Context: an optimization exercise on an open-source flow, tuned for small area and a short achievable clock period. The choices shown serve that exercise and are no tape-out recipe.
The RTL was checked by simulation tests, not by an equivalence proof against the original design.

## the reference run
// dmd_top
module dmd_top (
    input  wire        clk,
    input  wire        rst,
    input  wire [47:0] cfg_freq,      
    input  wire [2:0]  cfg_mode,      
    input  wire [17:0] cfg_ax0_i,
    input  wire [17:0] cfg_ax0_q,
    input  wire [17:0] cfg_ax1_i,
    input  wire [17:0] cfg_ax1_q,
    input  wire [35:0] cfg_t0,
    input  wire [35:0] cfg_t1,
    input  wire [35:0] cfg_t2,
    input  wire        s_valid,
    input  wire        s_start,       
    input  wire [11:0] s_len,         
    input  wire [47:0] s_phase,       
    input  wire [15:0] s_y,           
    input  wire [35:0] s_w,           
    output reg         res_valid,
    output reg  [35:0] res_i,
    output reg  [35:0] res_q,
    output reg  [1:0]  res_state,
    output reg  [3:0]  res_flags      
);
  reg [47:0] freq;
  reg        active;
  reg [4:0]  kcnt;        
  reg [11:0] rem;         
  reg [47:0] ph;          
  reg        gnx;         
  reg        wnx;         
  wire take = s_valid & (active | s_start);
  wire gend = s_valid & gnx;
  wire wend = s_valid & wnx;
  reg        k30, k31;    
  wire       k29 = (kcnt == 5'd29);
  reg        rem1;        
  wire        active_n = ~rst & (take ? ~wend : active);
  wire [4:0]  kcnt_n   = s_valid ? (s_start ? 5'd1 : kcnt + 5'd1) : kcnt;
  wire [11:0] rem_n    = (s_valid & s_start) ? s_len : (gend ? rem - 12'd1 : rem);
  wire        gnx_n    = active_n & ((k30 & take & ~s_start) | (k31 & ~take));
  wire [47:0] ph_next;
  dmd_add #(.N(48)) u_phadd (.a(ph), .b(freq), .ci(1'b0), .s(ph_next));
  reg [17:0] ax0i, ax0q, ax1i, ax1q;
  reg [35:0] t2r;
  always @(posedge clk) begin
    freq <= cfg_freq;
    ax0i <= cfg_ax0_i;
    ax0q <= cfg_ax0_q;
    ax1i <= cfg_ax1_i;
    ax1q <= cfg_ax1_q;
    t2r  <= cfg_t2;
  end
  always @(posedge clk) begin
    active <= active_n;
    kcnt   <= kcnt_n;
    rem    <= rem_n;
  ...
For scale: roughly 660 flip-flops, roughly 430 I/O pins.
export LEC_CHECK = 0
export CAP_MARGIN = 20
export CORE_MARGIN = 2
export CORE_UTILIZATION = 40
export CTS_CLUSTER_SIZE = 30
export SETUP_SLACK_MARGIN = 1.0
export SLEW_MARGIN = 20
export SYNTH_MEMORY_MAX_BITS = 65536
create_clock -name core_clock -period 20.0 [get_ports {clk}]
standard.sh (not shown) runs the stock make flow with config.mk's settings and CLKGATE_MAP_FILE= SYNTH_SCRIPT=/design/flow/synth_recipe.tcl, a recipe that flattens the netlist after the stock synthesis.
==> flow/flow/run.sh <==
#!/bin/bash
# The standard layout (the standard.sh), except that timing repair aims
# for more setup slack than the design's flow settings ask for, and the port
# buffers are sky130_fd_sc_hd__buf_2. The clock period, constraints,
# synthesis, floorplan, power grid and routing are the standard ones.
set -euo pipefail
MARGIN=$(cat flow/margin.txt)
# standard synthesis, unchanged
bash standard.sh synth > synth.log 2>&1
# the rest of the standard flow with the larger setup margin
sed -e "s/SETUP_SLACK_MARGIN=[-0-9.]*/SETUP_SLACK_MARGIN=${MARGIN} BUFFER_PORTS_ARGS='-buffer_cell sky130_fd_sc_hd__buf_2'/" standard.sh > standard_margin.sh
bash standard_margin.sh > layout.log 2>&1
==> flow/flow/margin.txt <==
14.9
Input-level comparison between the trial run and the reference run:
--- a/flow/design.v
+++ b/flow/design.v
@@ -983,12 +983,13 @@
   reg        lastg;       
   reg        firstg;      
   reg        nf;          
   reg [17:0] d_i, d_q;    
   reg [2:0]  dga1, dgb1, dga2, dgb2;    
   reg [48:0] ai, aq;
+  reg [35:0] x_i, x_q;    
   reg        sdec, sint, sproj;
   reg        ge0;
   function [2:0] benc;
     input [2:0] b;    
     begin
       benc[2] = b[2] & ~(b[1] & b[0]);
@@ -1024,14 +1025,14 @@
   wire in_c = sC;
   reg  clr;    
   wire [48:0] bias = in_c ? (49'd1 << 16) : (49'd1 << 11);
   wire [48:0] t1_in = clr ? bias : ai;
   wire [48:0] t2_in = clr ? bias : aq;
   wire [48:0] r1, r2;
-  dmd_dp u_dp1 (.t(t1_in), .xa(res_i), .xb(res_q), .da(dga1), .db(dgb1), .r(r1));
-  dmd_dp u_dp2 (.t(t2_in), .xa(res_i), .xb(res_q), .da(dga2), .db(dgb2), .r(r2));
+  dmd_dp u_dp1 (.t(t1_in), .xa(x_i), .xb(x_q), .da(dga1), .db(dgb1), .r(r1));
+  dmd_dp u_dp2 (.t(t2_in), .xa(x_i), .xb(x_q), .da(dga2), .db(dgb2), .r(r2));
   wire [48:0] ai_full = {ai[30:0], d_i};
   wire [48:0] aq_full = {aq[30:0], d_q};
   wire [35:0] ii, qq;
   wire        isat_i, isat_q;
   dmd_narrow #(.QW(37), .OW(36)) u_ni_i (.q(ai_full[48:12]), .tie(~|ai_full[11:0]), .y(ii), .sat(isat_i));
   dmd_narrow #(.QW(37), .OW(36)) u_ni_q (.q(aq_full[48:12]), .tie(~|aq_full[11:0]), .y(qq), .sat(isat_q));
@@ -1130,18 +1131,20 @@
     end
     if (aen) begin
       ai <= run ? {{2{r1[48]}}, r1[48:2]} : sR ? ai_full : {{13{p0[35]}}, p0};
       aq <= run ? {{2{r2[48]}}, r2[48:2]} : sR ? aq_full : {{13{p1[35]}}, p1};
     end
     if (gnx) begin
-      res_i <= {{18{s_w[35]}}, s_w[35:18]};
-      res_q <= {{18{s_w[17]}}, s_w[17:0]};
+      x_i <= {{18{s_w[35]}}, s_w[35:18]};
+      x_q <= {{18{s_w[17]}}, s_w[17:0]};
     end else if (sR & lastg) begin
-      res_i <= ii;
-      res_q <= qq;
+      x_i <= ii;
+      x_q <= qq;
     end
+    res_i <= x_i;
+    res_q <= x_q;
     if (sR) sint <= isat_i | isat_q;
     if (sP1) sproj <= psat0 | psat1;
     if (sP2) begin
       ge0 <= c_ge0;
       ge2 <= c_ge2;
     end
### Flow results
| buffering overhead | higher: the reference run |
Per the comparison of the trial run with the reference run, setup slack after placement now larger; worst path arrival time now smaller; highest clock rate now larger; last weighted congestion value of the routability-driven placer now smaller.
The trial run vs the reference run, routed wire length went down by about 1.9%.
The reference run → the trial run: number of nets at the end of the flow shrank by 25, H-tree depth reported by CTS did not really move, multi-input combinational area share now smaller.

---

dmd_top again, from the RTL that the note above started with.
==> flow/config.mk <==
export PLATFORM = sky130hd
export DESIGN_NAME = dmd_top
export DESIGN_NICKNAME = dmd_top
export VERILOG_FILES = /design/flow/design.v
export SDC_FILE = /design/flow/constraint.sdc
export NUM_CORES = 4
export LEC_CHECK = 0
export CAP_MARGIN = 20
export CORE_MARGIN = 2
export CORE_UTILIZATION = 52
export SETUP_SLACK_MARGIN = 1.0
export SLEW_MARGIN = 20
export SYNTH_MEMORY_MAX_BITS = 65536
==> flow/constraint.sdc <==
create_clock -name core_clock -period 20.0 [get_ports {clk}]
set_input_delay 4.0000 -clock core_clock [delete_from_list [all_inputs] [get_ports {clk}]]
set_output_delay 4.0000 -clock core_clock [all_outputs]
set_load 0.01 [all_outputs]
Scripts as last shown in full above: flow/flow/run.sh, flow/flow/margin.txt
Next try:
--- a/flow/design.v
+++ b/flow/design.v
@@ -977,24 +977,25 @@
   dmd_narrow #(.QW(20), .OW(18)) u_nd_i (.q(acc_i_full[38:19]), .tie(~|acc_i_full[18:0]), .y(dn_i), .sat(dsat_i));
   dmd_narrow #(.QW(20), .OW(18)) u_nd_q (.q(acc_q_full[38:19]), .tie(~|acc_q_full[18:0]), .y(dn_q), .sat(dsat_q));
   reg        sB, sR, sC, sP1, sP2, sP3, sP4;    
   reg        run;         
   reg        aen;         
   reg [3:0]  j;
   reg        lastg;       
   reg        firstg;      
   reg        nf;          
   reg [17:0] d_i, d_q;    
   reg [2:0]  dga1, dgb1, dga2, dgb2;    
   reg [48:0] ai, aq;
+  reg [35:0] x_i, x_q;    
   reg        sdec, sint, sproj;
   reg        ge0;
   function [2:0] benc;
     input [2:0] b;    
     begin
       benc[2] = b[2] & ~(b[1] & b[0]);
       benc[1] = b[1] ^ b[0];
       benc[0] = (b[2] & ~b[1] & ~b[0]) | (~b[2] & b[1] & b[0]);
     end
   endfunction
   function [2:0] bneg;
     input [2:0] e;
@@ -1018,26 +1019,26 @@
         4'd8:    axdig = benc(a[17:15]);
         default: axdig = 3'd0;
       endcase
     end
   endfunction
   wire in_b = sB;
   wire in_c = sC;
   reg  clr;    
   wire [48:0] bias = in_c ? (49'd1 << 16) : (49'd1 << 11);
   wire [48:0] t1_in = clr ? bias : ai;
   wire [48:0] t2_in = clr ? bias : aq;
   wire [48:0] r1, r2;
-  dmd_dp u_dp1 (.t(t1_in), .xa(res_i), .xb(res_q), .da(dga1), .db(dgb1), .r(r1));
-  dmd_dp u_dp2 (.t(t2_in), .xa(res_i), .xb(res_q), .da(dga2), .db(dgb2), .r(r2));
+  dmd_dp u_dp1 (.t(t1_in), .xa(x_i), .xb(x_q), .da(dga1), .db(dgb1), .r(r1));
+  dmd_dp u_dp2 (.t(t2_in), .xa(x_i), .xb(x_q), .da(dga2), .db(dgb2), .r(r2));
   wire [48:0] ai_full = {ai[30:0], d_i};
   wire [48:0] aq_full = {aq[30:0], d_q};
   wire [35:0] ii, qq;
   wire        isat_i, isat_q;
   dmd_narrow #(.QW(37), .OW(36)) u_ni_i (.q(ai_full[48:12]), .tie(~|ai_full[11:0]), .y(ii), .sat(isat_i));
   dmd_narrow #(.QW(37), .OW(36)) u_ni_q (.q(aq_full[48:12]), .tie(~|aq_full[11:0]), .y(qq), .sat(isat_q));
   wire [35:0] p0, p1;
   wire        psat0, psat1;
   dmd_narrow #(.QW(38), .OW(36)) u_np0 (.q({ai[36:0], d_i[17]}), .tie(~|d_i[16:0]), .y(p0), .sat(psat0));
   dmd_narrow #(.QW(38), .OW(36)) u_np1 (.q({aq[36:0], d_q[17]}), .tie(~|d_q[16:0]), .y(p1), .sat(psat1));
   wire [35:0] pp0 = ai[35:0];
   wire [35:0] pp1 = aq[35:0];
@@ -1124,30 +1125,32 @@
       dgb1 <= bneg(benc(d_q[3:1]));
     end else begin
       dga1 <= axdig(ax0i, in_c ? jn : 4'd0);
       dgb1 <= axdig(ax0q, in_c ? jn : 4'd0);
       dga2 <= axdig(ax1i, in_c ? jn : 4'd0);
       dgb2 <= axdig(ax1q, in_c ? jn : 4'd0);
     end
     if (aen) begin
       ai <= run ? {{2{r1[48]}}, r1[48:2]} : sR ? ai_full : {{13{p0[35]}}, p0};
       aq <= run ? {{2{r2[48]}}, r2[48:2]} : sR ? aq_full : {{13{p1[35]}}, p1};
     end
     if (gnx) begin
-      res_i <= {{18{s_w[35]}}, s_w[35:18]};
-      res_q <= {{18{s_w[17]}}, s_w[17:0]};
+      x_i <= {{18{s_w[35]}}, s_w[35:18]};
+      x_q <= {{18{s_w[17]}}, s_w[17:0]};
     end else if (sR & lastg) begin
-      res_i <= ii;
-      res_q <= qq;
+      x_i <= ii;
+      x_q <= qq;
     end
+    res_i <= x_i;
+    res_q <= x_q;
     if (sR) sint <= isat_i | isat_q;
     if (sP1) sproj <= psat0 | psat1;
     if (sP2) begin
       ge0 <= c_ge0;
       ge2 <= c_ge2;
     end
     if (sP3) begin
       mg <= c_mg;
     end
     res_state <= state;
     res_flags <= {margin, sproj, sint, sdec};
   end
After rerunning: Sequential cell count increases by 72; non-clock buffer count decreases by 84; critical path depth stays the same; fmax increases by a few percent; synthesized cell count increases slightly; global-route usage decreases by 0.75 points; routed wire length increases slightly; final area increases by a few percent; utilization decreases by 0.36 points; worst hold slack got worse by 0.0036 ns; setup slack improved by 0.19 ns; register-to-register slack improved by 0.10 ns.

==> static timing again, ports no longer ideal <==
How much do the figures lean on ideal ports? The routed layouts below were timed once more, with nothing changed but the port constraints. Step 1 (the two cells are an assumption about what drives the block):
set clk [get_ports {clk}]
set_driving_cell -lib_cell sky130_fd_sc_hd__clkbuf_16 $clk
set_driving_cell -lib_cell sky130_fd_sc_hd__buf_2 [delete_from_list [all_inputs] $clk]
Step 2, shift: input delay + t, output delay - t, t = (earliest + latest rising clock arrival at the registers) / 2. This alone moves slack from input paths to output paths. a / b / c = ideal ports / drivers / drivers and shift; a / b = the first two.
run	t (ns)	setup slack, ns	pins driven straight from the clock port
the reference run	0.787	14.526 / 14.450 / 14.334	1
the trial run	0.812	14.764 / 14.680 / 14.401	1
the first run of note 2	0.778	14.594 / 14.516 / 14.361	1
the second run of note 2	0.799	14.780 / 14.700 / 14.263	1
After both steps every run listed still meets setup and hold. For the second run of note 2, which loses most, drivers alone change the setup slack by -0.080 ns; drivers and shift together by -0.517 ns.
